Background: an optimization exercise with open tools, aiming at small area, a short achievable clock period and few clock cycles per item. Do not read the settings as production practice. At most, simulation tests tie the RTL to the original design; equivalence was not proved. Power is estimated from default activity; no workload was simulated.

==> 10-04: inputs <==
## kg9_divider
module kg9_divider (
    input  wire        clk,
    input  wire        rst,
    input  wire        start,
    input  wire        sgn,
    input  wire [63:0] a,
    input  wire [63:0] b,
    output wire        ready,
    output reg         done,
    output wire [63:0] q,
    output wire [63:0] r,
    output reg         exc
);
==> module kg9_divider, before the edit <==
module kg9_divider (
    input  wire        clk,
    input  wire        rst,
    input  wire        start,
    input  wire        sgn,
    input  wire [63:0] a,
    input  wire [63:0] b,
    output wire        ready,
    output reg         done,
    output wire [63:0] q,
    output wire [63:0] r,
    output reg         exc
);
    reg st_idle, st_s1, st_it, st_f1;
    reg [63:0] R;       
    reg [63:0] E;       
    reg [63:0] Q;       
    reg [6:0]  na, nb;  
    reg [5:0]  cnt;     
    reg        a_neg, b_neg;
    reg        inv;     
    reg        m1;      
    reg        evp;     
    reg        ex;      
    assign ready = st_idle;
    assign q = Q;
    assign r = R;
    wire neg_q = a_neg ^ b_neg;
    wire x     = ~neg_q;        
    wire fill  = ~a_neg;        
    function [6:0] bitlen(input [63:0] v);
        integer i;
        begin
            bitlen = 7'd0;
            for (i = 0; i < 64; i = i + 1)
                if (v[i]) bitlen = i + 1;
        end
    endfunction
    wire in_a_neg = sgn & a[63];
    wire in_b_neg = sgn & b[63];
    wire [7:0] dn = {1'b0, na} - {1'b0, nb};
    wire [5:0] sh = dn[7] ? 6'd0 : dn[5:0];
    wire       b_zero = (nb == 7'd0) && !b_neg;
    wire       q_zero = a_neg ? ({1'b0, na} + 8'd1 < {1'b0, nb}) : (na < nb);
    wire [64:0] sum  = {1'b0, R} + {1'b0, E} + {64'd0, x};
    wire        fits = sum[64] ^ a_neg;
    wire        sum_zero = (sum[63:0] == 64'd0);
    wire use_c = neg_q & (sum[63] ^ ~a_neg);
    wire newbit = ((ex | evp) ? 1'b0 : fits) ^ inv;
    always @(posedge clk) begin
        if (rst) begin
            st_idle <= 1'b1;
            st_s1 <= 1'b0; st_it <= 1'b0; st_f1 <= 1'b0;
            done <= 1'b0;
        end else begin
            done <= 1'b0;
            if (st_idle && start) begin
                R <= a;
                E <= b;
                a_neg <= in_a_neg;
                b_neg <= in_b_neg;
                na <= bitlen(a ^ {64{in_a_neg}});
                nb <= bitlen(b ^ {64{in_b_neg}});
                st_idle <= 1'b0;
                st_s1 <= 1'b1;
            end
            if (st_s1) begin
                st_s1 <= 1'b0;
                cnt <= sh;
                evp <= 1'b0;
                ex  <= 1'b0;
                m1  <= a_neg & ~b_neg & sum_zero;
                if (b_zero || q_zero) begin
                    Q <= 64'd0;
                    exc <= b_zero;
                    done <= 1'b1;
                    st_idle <= 1'b1;
                end else begin
                    inv <= use_c;
                    Q <= {64{use_c}};
                    if (use_c) R <= sum[63:0];
                    E <= (E << sh) ^ {64{x}};
                    st_it <= 1'b1;
                end
            end
            if (st_it) begin
                if (m1) begin
                    R <= sum[63:0];
                    Q <= {64{1'b1}};
                    exc <= 1'b0;
                    done <= 1'b1;
                    st_it <= 1'b0;
                    st_idle <= 1'b1;
                end else begin
                    if (fits) R <= sum[63:0];
                    Q <= {Q[62:1], Q[0] ^ evp, newbit};
                    evp <= a_neg & sum_zero & !ex;
                    if (evp) ex <= 1'b1;
                    if (cnt != 6'd0) begin
                        E <= {fill, E[63:1]};
                        cnt <= cnt - 6'd1;
                    end else begin
                        st_it <= 1'b0;
                        if (a_neg && (ex || evp || sum_zero)) begin
                            st_f1 <= 1'b1;
                        end else begin
                            exc <= 1'b0;
                            done <= 1'b1;
                            st_idle <= 1'b1;
                        end
                    end
                end
            end
            if (st_f1) begin
                R <= sum[63:0];
                Q <= {Q[63:1], Q[0] ^ evp};
                exc <= b_neg & Q[63];
                done <= 1'b1;
                st_f1 <= 1'b0;
                st_idle <= 1'b1;
            end
        end
    end
endmodule
export LEC_CHECK = 0
export ABC_AREA = 1
export CAP_MARGIN = 20
export CORE_MARGIN = 2
export CORE_UTILIZATION = 40
export SETUP_SLACK_MARGIN = 5
export SLEW_MARGIN = 20
create_clock -name core_clock -period 8.0 [get_ports {clk}]
run.sh (not shown) runs the stock make flow with config.mk's settings and CLKGATE_MAP_FILE= SYNTH_SCRIPT=/design/flow/synth_recipe.tcl, a recipe that flattens the netlist after the stock synthesis.
==> 06-01: changes against 10-04 <==
==> flow/design.v (replaced) <==
module kg9_divider (
    input  wire        clk,
    input  wire        rst,
    input  wire        start,
    input  wire        sgn,
    input  wire [63:0] a,
    input  wire [63:0] b,
    output reg         ready,
    output reg         done,
    output wire [63:0] q,
    output wire [63:0] r,
    output reg         exc
);
    reg st_idle, st_s1, st_it;
    reg [63:0] R;       
    reg [63:0] E;       
    reg [63:0] Q;       
    reg [6:0]  na, nb;  
    reg [5:0]  cnt;     
    reg        a_neg, b_neg;
    reg        x;       
    reg        xc;      
    reg        inv;     
    reg        ex;      
    assign q = Q;
    assign r = R;
    wire neg_q = ~x;
    wire fill  = ~a_neg;        
    function [6:0] bitlen(input [63:0] v);
        integer i;
        begin
            bitlen = 7'd0;
            for (i = 0; i < 64; i = i + 1)
                if (v[i]) bitlen = i + 1;
        end
    endfunction
    wire in_a_neg = sgn & a[63];
    wire in_b_neg = sgn & b[63];
    wire [7:0] dn = {1'b0, na} - {1'b0, nb};
    wire [5:0] sh = dn[5:0];            
    wire       b_zero = (nb == 7'd0) & ~b_neg;
    wire       q_zero = dn[7];
    reg  [64:0] kg, kp, kgn, kpn;
    integer kl, kk;
    always @* begin
        kg = {R & E, xc};
        kp = {R ^ E, 1'b0};
        for (kl = 0; kl < 7; kl = kl + 1) begin
            kgn = kg; kpn = kp;
            for (kk = 0; kk < 65; kk = kk + 1)
                if (kk >= (1 << kl)) begin
                    kgn[kk] = kg[kk] | (kp[kk] & kg[kk - (1 << kl)]);
                    kpn[kk] = kp[kk] & kp[kk - (1 << kl)];
                end
            kg = kgn; kp = kpn;
        end
    end
    wire [64:0] sum = {kg[64], (R ^ E) ^ kg[63:0]};
    wire        cout = sum[64];
    wire        z = ((R ^ E) == {R[62:0] | E[62:0], xc});
    wire fits = a_neg ? ((~cout | z) & ~ex) : cout;
    wire use_c = neg_q & (sum[63] ^ ~a_neg);
    wire m1 = a_neg & ~b_neg & z;
    wire s1_exit = b_zero | (q_zero & ~m1) | m1;
    reg [63:0] eal;
    integer si;
    always @* begin
        eal = E ^ {64{x}};
        for (si = 0; si < 6; si = si + 1)
            if (sh[si]) eal = (eal << (1 << si)) | ({64{x}} & ((64'd1 << (1 << si)) - 64'd1));
    end
    wire last = (cnt == 6'd0);
    wire fin = (st_s1 & s1_exit) | (st_it & last);
    always @(posedge clk) begin
        if (rst) begin
            st_idle <= 1'b1;
            ready <= 1'b1;
            st_s1 <= 1'b0; st_it <= 1'b0;
            done <= 1'b0;
        end else begin
            done    <= fin;
            ready   <= (ready & ~start) | fin;
            st_idle <= (st_idle & ~start) | fin;
            st_s1   <= st_idle & start;
            st_it   <= (st_s1 & ~s1_exit) | (st_it & ~last);
        end
    end
    always @(posedge clk) begin
        if (st_idle) begin
            R <= a;
            E <= b;
            a_neg <= in_a_neg;
            b_neg <= in_b_neg;
            x <= ~(in_a_neg ^ in_b_neg);
            xc <= ~(in_a_neg ^ in_b_neg);
            na <= bitlen(a ^ {64{in_a_neg}});
            nb <= bitlen(b ^ {64{in_b_neg}});
        end
        if (st_s1) begin
            cnt <= sh;
            ex  <= m1;
            inv <= use_c | m1;
            exc <= b_zero;
            if (m1) begin
                Q <= {64{1'b1}};
                R <= sum[63:0];
            end else if (s1_exit) begin
                Q <= 64'd0;
            end else begin
                Q <= {64{use_c | m1}};
                if (use_c | m1) R <= sum[63:0];
                E <= eal;
            end
        end else begin
            Q <= {Q[62:0], fits ^ inv};
        end
        if (st_it) begin
            if (fits) R <= sum[63:0];
            if (a_neg & z) ex <= 1'b1;
            if (!last) begin
                E <= {fill, E[63:1]};
                cnt <= cnt - 6'd1;
            end
            exc <= a_neg & b_neg & Q[62];
        end
    end
endmodule
==> flow/flow/run.sh (new file) <==
#!/bin/bash
# Standard layout; the port buffers are plain buf_1 cells instead of the
# delay buffers ORFS picks by default. Each tool's output goes to the logs
# that standard.sh's make writes under orfs/logs; make's own output is kept
# in standard.log.
export BUFFER_PORTS_ARGS="-buffer_cell sky130_fd_sc_hd__buf_1"
bash standard.sh > standard.log 2>&1
==> flow/standard.sh (new file) <==
#!/bin/bash
# synth_recipe.tcl (not shown) runs the flow's synth.tcl, then flattens the netlist and writes it again
# the make line also repeats each setting of config.mk as NAME=value (left out here)
make -C /OpenROAD-flow-scripts/flow DESIGN_CONFIG=/design/flow/config.mk WORK_HOME=/design/flow/orfs CLKGATE_MAP_FILE= SYNTH_SCRIPT=/design/flow/synth_recipe.tcl "${@:-finish}"
ABC_AREA = unset   (was 1)
CORE_UTILIZATION = 55   (was 40)
CTS_CLUSTER_DIAMETER = 80   (was unset)
CTS_CLUSTER_SIZE = 20   (was unset)
SETUP_SLACK_MARGIN = 4.0   (was 5)
removed: flow/run.sh
==> flow_metrics.tcl <==
set metrics [dict create \
    die_width_um 241 \
    route.detailed.vias_per_inst 5.72 \
    cts_buffers 29 \
    dpl_worst_slack_ns 1.23 \
    r2r_end "R[19]$_DFFE_PN_" \
    clkCellAreaFrac_pct 2.80 \
    signal_buffers 650 \
    num-clock-buffers 32 \
    power.sequential.fraction_pct 23.0 \
    routed.top_layer "met5" \
    run_status "complete, no violations" \
    die_area_um2 58000 \
    yosys.area.top_type_share_pct 29.3 \
    std_cell_rows 86 \
    number_of_library_cell_types_mapped_by_synthesis 63 \
]
Source of the figures above: 10-04

==> flow_metrics.tcl <==
set metrics [dict create \
    run_status "complete, no violations" \
    well_tap_count 532 \
    route.detailed.vias_per_inst 6.47 \
    clkCellAreaFrac_pct 2.72 \
    dpl_worst_slack_ns 2.03 \
    global_route_met3_utilization_pct 8.81 \
    std_cell_rows 74 \
    cts_buffers 21 \
    number_of_library_cell_types_mapped_by_synthesis 85 \
    num-clock-buffers 25 \
    die_width_um 206 \
    signal_buffers 377 \
    timing.critical_path.slowest_stage_cell "sky130_fd_sc_hd__o211ai_1" \
]
Source of the figures above: 06-01

No functional check of the RTL was part of any run of this note.


==> inputs of run Y <==
Another version of the RTL of kg9_divider (not shown whole).
==> module kg9_divider, before the edit <==
module kg9_divider (
    input  wire        clk,
    input  wire        rst,
    input  wire        start,
    input  wire        sgn,
    input  wire [63:0] a,
    input  wire [63:0] b,
    output wire        ready,
    output reg         done,
    output wire [63:0] q,
    output wire [63:0] r,
    output reg         exc
);
    reg st_idle, st_s1, st_s2, st_it, st_f1;
    reg [63:0] R;       
    reg [63:0] E;       
    reg [63:0] Q;       
    reg [5:0]  cnt;     
    reg        a_neg, b_neg;
    reg        evp;     
    reg        ex;      
    reg        f_exit, f_bz, f_m1;   
    assign ready = st_idle;
    assign q = Q;
    assign r = R;
    wire neg_q = a_neg ^ b_neg;
    wire x     = ~neg_q;        
    wire fill  = ~a_neg;        
    function [6:0] bitlen(input [63:0] v);
        integer i;
        begin
            bitlen = 7'd0;
            for (i = 0; i < 64; i = i + 1)
                if (v[i]) bitlen = i + 1;
        end
    endfunction
    wire [6:0] na = bitlen(R ^ {64{a_neg}});
    wire [6:0] nb = bitlen(E ^ {64{b_neg}});
    wire [7:0] dn = {1'b0, na} - {1'b0, nb};
    wire       b_zero = (nb == 7'd0) && !b_neg;
    wire       q_zero = a_neg ? ({1'b0, na} + 8'd1 < {1'b0, nb}) : (na < nb);
    wire [64:0] sum  = {1'b0, R} + {1'b0, E} + {64'd0, x};
    wire        fits = sum[64] ^ a_neg;
    wire        sum_zero = (sum[63:0] == 64'd0);
    wire s1_small = a_neg ? (!sum[63] && !sum_zero) : sum[63];
    wire newbit = ((ex | evp) ? 1'b0 : fits) ^ neg_q;
    always @(posedge clk) begin
        if (rst) begin
            st_idle <= 1'b1;
            st_s1 <= 1'b0; st_s2 <= 1'b0; st_it <= 1'b0; st_f1 <= 1'b0;
            done <= 1'b0;
        end else begin
            done <= 1'b0;
            if (st_idle && start) begin
                R <= a;
                E <= b;
                a_neg <= sgn & a[63];
                b_neg <= sgn & b[63];
                st_idle <= 1'b0;
                st_s1 <= 1'b1;
            end
            if (st_s1) begin
                st_s1 <= 1'b0;
                st_s2 <= 1'b1;
                cnt <= dn[7] ? 6'd0 : dn[5:0];
                f_exit <= b_zero || q_zero || (neg_q && s1_small);
                f_bz <= b_zero;
                f_m1 <= a_neg && !b_neg && sum_zero;
                evp <= 1'b0;
                ex  <= 1'b0;
            end
            if (st_s2) begin
                st_s2 <= 1'b0;
                if (f_exit) begin
                    Q <= 64'd0;
                    exc <= f_bz;
                    done <= 1'b1;
                    st_idle <= 1'b1;
                end else if (f_m1) begin
                    Q <= {64{1'b1}};
                    R <= sum[63:0];
                    exc <= 1'b0;
                    done <= 1'b1;
                    st_idle <= 1'b1;
                end else begin
                    Q <= {64{neg_q}};
                    if (neg_q) R <= sum[63:0];
                    E <= (E << cnt) ^ {64{x}};
                    st_it <= 1'b1;
                end
            end
            if (st_it) begin
                if (fits) R <= sum[63:0];
                Q <= {Q[62:1], Q[0] ^ evp, newbit};
                evp <= a_neg & sum_zero & !ex;
                if (evp) ex <= 1'b1;
                if (cnt != 6'd0) begin
                    E <= {fill, E[63:1]};
                    cnt <= cnt - 6'd1;
                end else begin
                    st_it <= 1'b0;
                    if (a_neg && (ex || evp || sum_zero)) begin
                        st_f1 <= 1'b1;
                    end else begin
                        exc <= 1'b0;
                        done <= 1'b1;
                        st_idle <= 1'b1;
                    end
                end
            end
            if (st_f1) begin
                R <= sum[63:0];
                Q <= {Q[63:1], Q[0] ^ evp};
                exc <= b_neg & Q[63];
                done <= 1'b1;
                st_f1 <= 1'b0;
                st_idle <= 1'b1;
            end
        end
    end
endmodule
clock: 8.0 ns
lec_check: 0
cap_margin: 20
core_margin: 2
core_utilization: 40
setup_slack_margin: 4.5
slew_margin: 20
Stock flow here: none of the scripts above is used.
==> inputs of run Z, as changes to run Y <==
==> flow/design.v (replaced) <==
module kg9_divider (
    input  wire        clk,
    input  wire        rst,
    input  wire        start,
    input  wire        sgn,
    input  wire [63:0] a,
    input  wire [63:0] b,
    output wire        ready,
    output reg         done,
    output reg  [63:0] q,
    output reg  [63:0] r,
    output reg         exc
);
    localparam S_IDLE = 2'd0, S_SETUP = 2'd1, S_RUN = 2'd2, S_FIN = 2'd3;
    reg  [1:0]  state;
    reg         sgn_r;
    reg  [63:0] a_r, b_r;
    reg  [63:0] quo;        
    reg  [63:0] part;       
    reg  [63:0] dvs;        
    reg  [6:0]  cnt;
    reg         neg_q, neg_r;
    wire a_neg = sgn_r && a_r[63];
    wire b_neg = sgn_r && b_r[63];
    wire [63:0] a_mag = a_neg ? (~a_r + 64'd1) : a_r;
    wire [63:0] b_mag = b_neg ? (~b_r + 64'd1) : b_r;
    wire [64:0] shifted = {part[63:0], quo[63]};
    wire [64:0] diff    = shifted - {1'b0, dvs};
    wire        fits    = !diff[64];
    assign ready = (state == S_IDLE);
    always @(posedge clk) begin
        if (rst) begin
            state <= S_IDLE;
            done  <= 1'b0;
        end else begin
            done <= 1'b0;
            case (state)
                S_IDLE: begin
                    if (start) begin
                        sgn_r <= sgn;
                        a_r   <= a;
                        b_r   <= b;
                        state <= S_SETUP;
                    end
                end
                S_SETUP: begin
                    if (b_r == 64'd0 ||
                        (sgn_r && a_r == 64'h8000_0000_0000_0000 && b_r == 64'hFFFF_FFFF_FFFF_FFFF)) begin
                        exc   <= 1'b1;
                        done  <= 1'b1;
                        state <= S_IDLE;
                    end else begin
                        quo   <= a_mag;
                        dvs   <= b_mag;
                        part  <= 64'd0;
                        neg_q <= a_neg ^ b_neg;
                        neg_r <= a_neg;
                        cnt   <= 7'd0;
                        state <= S_RUN;
                    end
                end
                S_RUN: begin
                    part <= fits ? diff[63:0] : shifted[63:0];
                    quo  <= {quo[62:0], fits};
                    cnt  <= cnt + 7'd1;
                    if (cnt == 7'd63)
                        state <= S_FIN;
                end
                S_FIN: begin
                    q     <= neg_q ? (~quo + 64'd1) : quo;
                    r     <= neg_r ? (~part + 64'd1) : part;
                    exc   <= 1'b0;
                    done  <= 1'b1;
                    state <= S_IDLE;
                end
            endcase
        end
    end
endmodule
- SETUP_SLACK_MARGIN: 4.5 -> unset
==> inputs of run M, as changes to run Y <==
==> flow/design.v (replaced) <==
module kg9_divider (
    input  wire        clk,
    input  wire        rst,
    input  wire        start,
    input  wire        sgn,
    input  wire [63:0] a,
    input  wire [63:0] b,
    output wire        ready,
    output reg         done,
    output wire [63:0] q,
    output wire [63:0] r,
    output reg         exc
);
    reg st_idle, st_s1, st_it, st_f1;
    reg [63:0] R;       
    reg [63:0] E;       
    reg [63:0] Q;       
    reg [6:0]  na, nb;  
    reg [5:0]  cnt;     
    reg        a_neg, b_neg;
    reg        x;       
    reg        inv;     
    reg        m1;      
    reg        evp;     
    reg        ex;      
    assign ready = st_idle;
    assign q = Q;
    assign r = R;
    wire neg_q = ~x;
    wire fill  = ~a_neg;        
    function [6:0] bitlen(input [63:0] v);
        integer i;
        begin
            bitlen = 7'd0;
            for (i = 0; i < 64; i = i + 1)
                if (v[i]) bitlen = i + 1;
        end
    endfunction
    wire in_a_neg = sgn & a[63];
    wire in_b_neg = sgn & b[63];
    wire [7:0] dn = {1'b0, na} - {1'b0, nb};
    wire [5:0] sh = dn[7] ? 6'd0 : dn[5:0];
    wire       b_zero = (nb == 7'd0) && !b_neg;
    wire       q_zero = a_neg ? ({1'b0, na} + 8'd1 < {1'b0, nb}) : (na < nb);
    wire       s1_exit = b_zero | q_zero;
    wire [65:0] sum1 = {1'b0, R, 1'b1} + {1'b0, E, x};
    wire [64:0] sum  = sum1[65:1];       
    wire        fits = sum[64] ^ a_neg;
    wire        sum_zero = (sum[63:0] == 64'd0);
    wire use_c = neg_q & (sum[63] ^ ~a_neg);
    wire newbit = ((ex | evp) ? 1'b0 : fits) ^ inv;
    wire last   = (cnt == 6'd0);
    always @(posedge clk) begin
        if (rst) begin
            st_idle <= 1'b1;
            st_s1 <= 1'b0; st_it <= 1'b0; st_f1 <= 1'b0;
            done <= 1'b0;
        end else begin
            done <= 1'b0;
            if (st_idle && start) begin
                st_idle <= 1'b0;
                st_s1 <= 1'b1;
            end
            if (st_s1) begin
                st_s1 <= 1'b0;
                if (s1_exit) begin
                    done <= 1'b1;
                    st_idle <= 1'b1;
                end else begin
                    st_it <= 1'b1;
                end
            end
            if (st_it) begin
                if (m1 || (last && !a_neg)) begin
                    done <= 1'b1;
                    st_it <= 1'b0;
                    st_idle <= 1'b1;
                end else if (last) begin
                    st_it <= 1'b0;
                    st_f1 <= 1'b1;
                end
            end
            if (st_f1) begin
                done <= 1'b1;
                st_f1 <= 1'b0;
                st_idle <= 1'b1;
            end
        end
    end
    always @(posedge clk) begin
        if (st_idle) begin
            R <= a;
            E <= b;
            a_neg <= in_a_neg;
            b_neg <= in_b_neg;
            x <= ~(in_a_neg ^ in_b_neg);
            na <= bitlen(a ^ {64{in_a_neg}});
            nb <= bitlen(b ^ {64{in_b_neg}});
        end
        if (st_s1) begin
            cnt <= sh;
            evp <= 1'b0;
            ex  <= 1'b0;
            m1  <= a_neg & ~b_neg & sum_zero;
            inv <= use_c;
            exc <= b_zero;
            if (s1_exit) begin
                Q <= 64'd0;
            end else begin
                Q <= {64{use_c}};
                if (use_c) R <= sum[63:0];
                E <= (E << sh) ^ {64{x}};
            end
        end
        if (st_it) begin
            if (m1) begin
                R <= sum[63:0];
                Q <= {64{1'b1}};
            end else begin
                if (fits) R <= sum[63:0];
                Q <= {Q[62:1], Q[0] ^ evp, newbit};
                evp <= a_neg & sum_zero & !ex;
                if (evp) ex <= 1'b1;
                if (!last) begin
                    E <= {fill, E[63:1]};
                    cnt <= cnt - 6'd1;
                end
            end
        end
        if (st_f1) begin
            if (ex | evp) R <= sum[63:0];
            Q <= {Q[63:1], Q[0] ^ evp};
            exc <= b_neg & Q[63];
        end
    end
endmodule
==> summary.txt <==
| quantity | run M | run Z | run Y |
|---|---|---|---|
| Instance count on the critical path | 14 | 10 | 25 |
| NonClk Buf Share | 20.28% | 9.043% | 15.70% |
| Area after DPL | 26,430 sq um | 28,930 sq um | 25,940 sq um |
| Top cell type's share of synthesized area | 12.12% | 54.21% | 26.98% |
| Cell count after synthesis | 3,000 | 2,346 | 3,111 |
| Core outline area | 57,590 sq um | 62,970 sq um | 56,500 sq um |
| Multi-input combinational gate total | 2,470 | 1,686 | 2,589 |
| Result of the run | finished clean | finished clean | finished clean |
| Final worst path period need | 4.009 ns | 5.044 ns | 5.699 ns |
| Detailed Place HPWL | 77.79 mm | 52.32 mm | 66.49 mm |
| Setup repair after global routing missed its margin | true | false | true |
| Flop2flop setup slack | 3.99 ns | 2.96 ns | 2.30 ns |
| Wire length on met2 | 52.63 mm | 32.10 mm | 46.18 mm |
| Post-Syn Nets | 3,214 | 2,553 | 3,326 |
| Portion of total power attributed to sequential cells | 16.6% | 46.3% | 28.5% |
| Share of the final layout cell area in multi-input gates | 57.62% | 35.49% | 55.70% |
| Detailed-route wire length | 120.3 mm | 70.39 mm | 101.7 mm |
| GRT met1 Usage | 47.38% | 30.26% | 43.30% |
| Total inserted antenna cells | 2 | 1 | 0 |
| Seq. pwr | 1960 uW | 3030 uW | 1570 uW |
| Sequential fraction of the synthesis area | 22.96% | 54.45% | 27.50% |
| Placement Rows | 88 | 92 | 87 |
| Data arrival time of the worst path | 4.47 ns | 5.26 ns | 6.15 ns |
Testbench counts of run Z, summed over its fixed seeds: cycles 214,400, ops 3,200.
Function not checked in run Y and run M: the RTL went through the layout flow alone.

-- re-timing with driven ports --
In the flow no input, the clock included, has a driving cell. The finished layouts below were timed again as built, in two steps. Step 1: set_driving_cell puts a clkbuf_16 on clk and a buf_2 on each other input, an assumption about the parent block. Step 2 times the ports against the registers' clock, not the clock port: input delays grow and output delays shrink by t, the midpoint of the rising clock arrivals with the driver on. Slacks: ideal ports / drivers / drivers and shift; pairs: ideal ports / drivers.
run | t (ns) | setup WS [ns] | worst setup path at the end | worst register clock-pin slew, ns | pins driven straight from the clock port
10-04 | 0.672 | 2.233 / 2.233 / 2.233 | register to register | 0.07 / 0.07 | 1
06-01 | 0.611 | 3.745 / 3.745 / 3.406 | input to register | 0.09 / 0.09 | 1
run Y | 0.665 | 2.301 / 2.301 / 2.301 | register to register | 0.07 / 0.07 | 1
run Z | 0.668 | 2.956 / 2.956 / 2.956 | register to register | 0.06 / 0.06 | 1
run M | 0.637 | 3.991 / 3.991 / 3.771 | input to register | 0.07 / 0.07 | 1
After both steps setup and hold are still met in every run listed. The setup slack of 06-01, which loses most, moves by 0.000 ns with the drivers and by -0.339 ns with both steps.
